From an optimization exercise on the open Yosys and OpenROAD flow, aimed at small area, a short achievable clock period and few clock cycles; shortcuts taken in it are not production practice. RTL that was checked went through simulation tests only; none was proved equivalent to the original.

rev 12:
==> flow/design.v (excerpt) <==
module vbc_block_decoder (
    input  wire        clk,
    input  wire        rst,           
    input  wire        in_valid,
    output wire        in_ready,
    input  wire [31:0] in_data,       
    input  wire [4:0]  in_w,          
    output reg         out_valid,
    output wire [15:0] out_sample,    
    output reg         out_last       
);
    reg [31:0] slot0, slot1;
    reg        wp;            
    reg [1:0]  cnt;           
    reg [5:0]  ptr;
    reg [4:0]  w_in;          
    assign in_ready = !cnt[1];
    wire accept = in_valid && !cnt[1];
    reg        hdr;           
    reg        raw;
    reg [1:0]  pred;
    reg [4:0]  w;
    reg [17:0] ab;            
    reg        ua;
    reg [7:0]  idx;           
    reg [3:0]  idle;          
    reg [16:0] u2;            
    reg        v2;
    reg [15:0] hist [0:15];
    assign out_sample = hist[0];
    reg  [15:0] wmask;        
    integer wi;
    always @(*)
        for (wi = 0; wi < 16; wi = wi + 1)
            wmask[wi] = w > wi;
    wire [17:0] ub = ua ? {2'b0, u2[15:0]} : 18'd0;
    wire [17:0] cg [0:5];     
    wire [17:0] cp [0:5];
    assign cg[0] = ab & ub;
    assign cp[0] = ab ^ ub;
    genvar gl, gi;
    generate
        for (gl = 0; gl < 5; gl = gl + 1) begin : pfx
            for (gi = 0; gi < 18; gi = gi + 1) begin : bit_
                if (gi >= (1 << gl)) begin : comb
                    assign cg[gl+1][gi] = cg[gl][gi] | (cp[gl][gi] & cg[gl][gi - (1 << gl)]);
                    assign cp[gl+1][gi] = cp[gl][gi] & cp[gl][gi - (1 << gl)];
                end else begin : pass
                    assign cg[gl+1][gi] = cg[gl][gi];
                    assign cp[gl+1][gi] = cp[gl][gi];
                end
            end
        end
    endgenerate
    wire [17:0] carry = {cg[5][16:0], 1'b0};      
    wire [17:0] a     = cp[0] ^ carry;
    wire [17:0] hi    = ab | ub;
    reg  [15:0] kt;
    integer j;
    always @(*) begin
        kt[0] = 1'b1;
        for (j = 1; j < 16; j = j + 1)
            kt[j] = wmask[j] && (((hi >> (j + 2)) != 18'd0) || carry[j + 2]);
    end
    reg  [3:0] k;
    always @(*) begin
        k = 4'd0;
        for (j = 1; j < 16; j = j + 1)
  ...
For scale: roughly 2400 cells after synthesis, about 390 flip-flops, ~59 I/O pins, about 0.019 mm2 of cells after synthesis.
make LEC_CHECK=0 ABC_AREA=1 CAP_MARGIN=20 CORE_MARGIN=2 CORE_UTILIZATION=40 CTS_CLUSTER_DIAMETER=100 CTS_CLUSTER_SIZE=25 SETUP_SLACK_MARGIN=4.0 SLEW_MARGIN=20 finish   # period 10.0 ns
run.sh (not shown) runs the stock make flow with config.mk's settings and CLKGATE_MAP_FILE= SYNTH_SCRIPT=/design/flow/synth_recipe.tcl, a recipe that flattens the netlist after the stock synthesis.
Edits applied to the flow inputs when going from rev 12 to rev 13:
diff --git a/flow/design.v b/flow/design.v
--- a/flow/design.v
+++ b/flow/design.v
@@ -94,36 +94,29 @@
     wire [15:0] qk  = k[3] ? {qk3[7:0], 8'b0} : {5'b0, qk3};
     reg  [16:0] u;
     always @(*) begin
         if (raw)      u = {S[15:0] & wmask, 1'b0};
         else if (esc) u = {1'b0, S[31:16] & wmask};
         else          u = {1'b0, qk | (rem & kmask)};
     end
     wire [5:0]  pos_raw = {1'b0, ptr[4:0]} + {1'b0, w};
     wire [5:0]  pos_esc = pos_raw + 6'd16;
-    wire [5:0]  kp1     = {1'b0, ptr[4:0]} + {2'b0, k} + 6'd1;
-    wire [5:0]  pos_cod = kp1 + {2'b0, q[3:0]};
+    wire [5:0]  xq      = {1'b0, ptr[4:0]} + {2'b0, q[3:0]};
+    wire [5:0]  pos_cod = xq + {2'b0, k} + 6'd1;
     wire [5:0]  end_pos = raw ? pos_raw : esc ? pos_esc : pos_cod;
-    reg  [17:0] tm;
-    integer n, nb;
-    reg     c_lt, c_eq;
+    reg  [47:0] W;
+    integer n;
     always @(*)
-        for (n = 0; n < 18; n = n + 1) begin
-            c_lt = 1'b0;
-            c_eq = 1'b1;
-            for (nb = 5; nb >= 0; nb = nb - 1) begin
-                if ((((33 - n) >> nb) & 1) == 1) c_lt = c_lt | (c_eq & !kp1[nb]);
-                c_eq = c_eq & (kp1[nb] == (((33 - n) >> nb) & 1));
-            end
-            tm[n] = c_lt;
-        end
-    wire        strad_c = !tm[16] && &(S[15:0] | ~tm[15:0]);
-    wire        end5_c  = !tm[17] && &(S[15:0] | ~tm[16:1]);
+        for (n = 0; n < 48; n = n + 1)
+            W[n] = (n >= 32) ? 1'b1 : (n >= 17) ? kt[(32 - n) & 15] : 1'b0;
+    wire [47:0] Wp      = {1'b1, W[47:1]};
+    wire        strad_c = W[xq];
+    wire        end5_c  = Wp[xq];
     wire        strad   = raw ? pos_raw > 6'd32 : esc ? pos_esc > 6'd32 : strad_c;
     wire        end5    = raw ? pos_raw[5]      : esc ? pos_esc[5]      : end5_c;
     wire        go      = !hdr && cnt != 2'd0 && (cnt[1] || !strad) && (idx == 8'd0 || idle == 4'd0);
     wire        last    = (idx == 8'd255);
     wire        hgo     = hdr && cnt != 2'd0;
     wire [1:0]  npop    = hgo ? 2'd1 : !go ? 2'd0 : last ? {strad, !strad} : {1'b0, end5};
     wire [1:0]  cnt_a   = cnt + {1'b0, accept};
     wire [1:0]  cnt_a1  = cnt_a - 2'd1;
     wire [1:0]  cnt_n   = npop[1] ? 2'd0 : npop[0] ? cnt_a1 : cnt_a;
Rev 13 against rev 12: count of plain and timing-repair buffers fell by 50; post-synthesis share of cell area spent on full adders, half adders and majority gates stayed essentially flat; core area fell by 2.1%. The run with more routed wire is rev 12, not rev 13. Between rev 13 and rev 12, it is rev 13 whose number of antenna violations at the first check in global routing is higher, by 2. First-pass GRT wire length of rev 13 falls short of that of rev 12 by a few percent. Looking at mean routed wirelength per cell, rev 13 sits about 1.1% above rev 12. [compare] base=rev 12 new=rev 13: count of mapped cells out of synthesis has decreased; post-synthesis to final-layout area growth fell 3.6 points; average vias per placed instance higher; setup slack climbed 0.35 ns.
Testbench counts of rev 13, summed over its fixed seeds: cycles 98,969.
No functional check of the RTL was part of rev 12.

==> port drivers added, routing unchanged <==
Ports are ideal in the flow. The routed layouts listed here were re-timed in OpenROAD. Step 1: set_driving_cell puts a clkbuf_16 on clk and a buf_2 on each other input, an assumption about the parent block. Step 2 adds t to the input delays and takes it off the output delays; t is the mean of the earliest and latest rising clock arrival at the registers after step 1. Input paths then give back, and output paths get back, about the clock's delay inside the block. a / b / c = ideal / step 1 / step 2; a / b = the first two.
run	shift t [ns]	setup WS [ns]	worst setup path after step 2
rev 12	0.607	4.084 / 4.084 / 4.084	register to register
rev 13	0.604	4.437 / 4.437 / 4.437	register to register
After both steps every run listed still meets setup and hold.
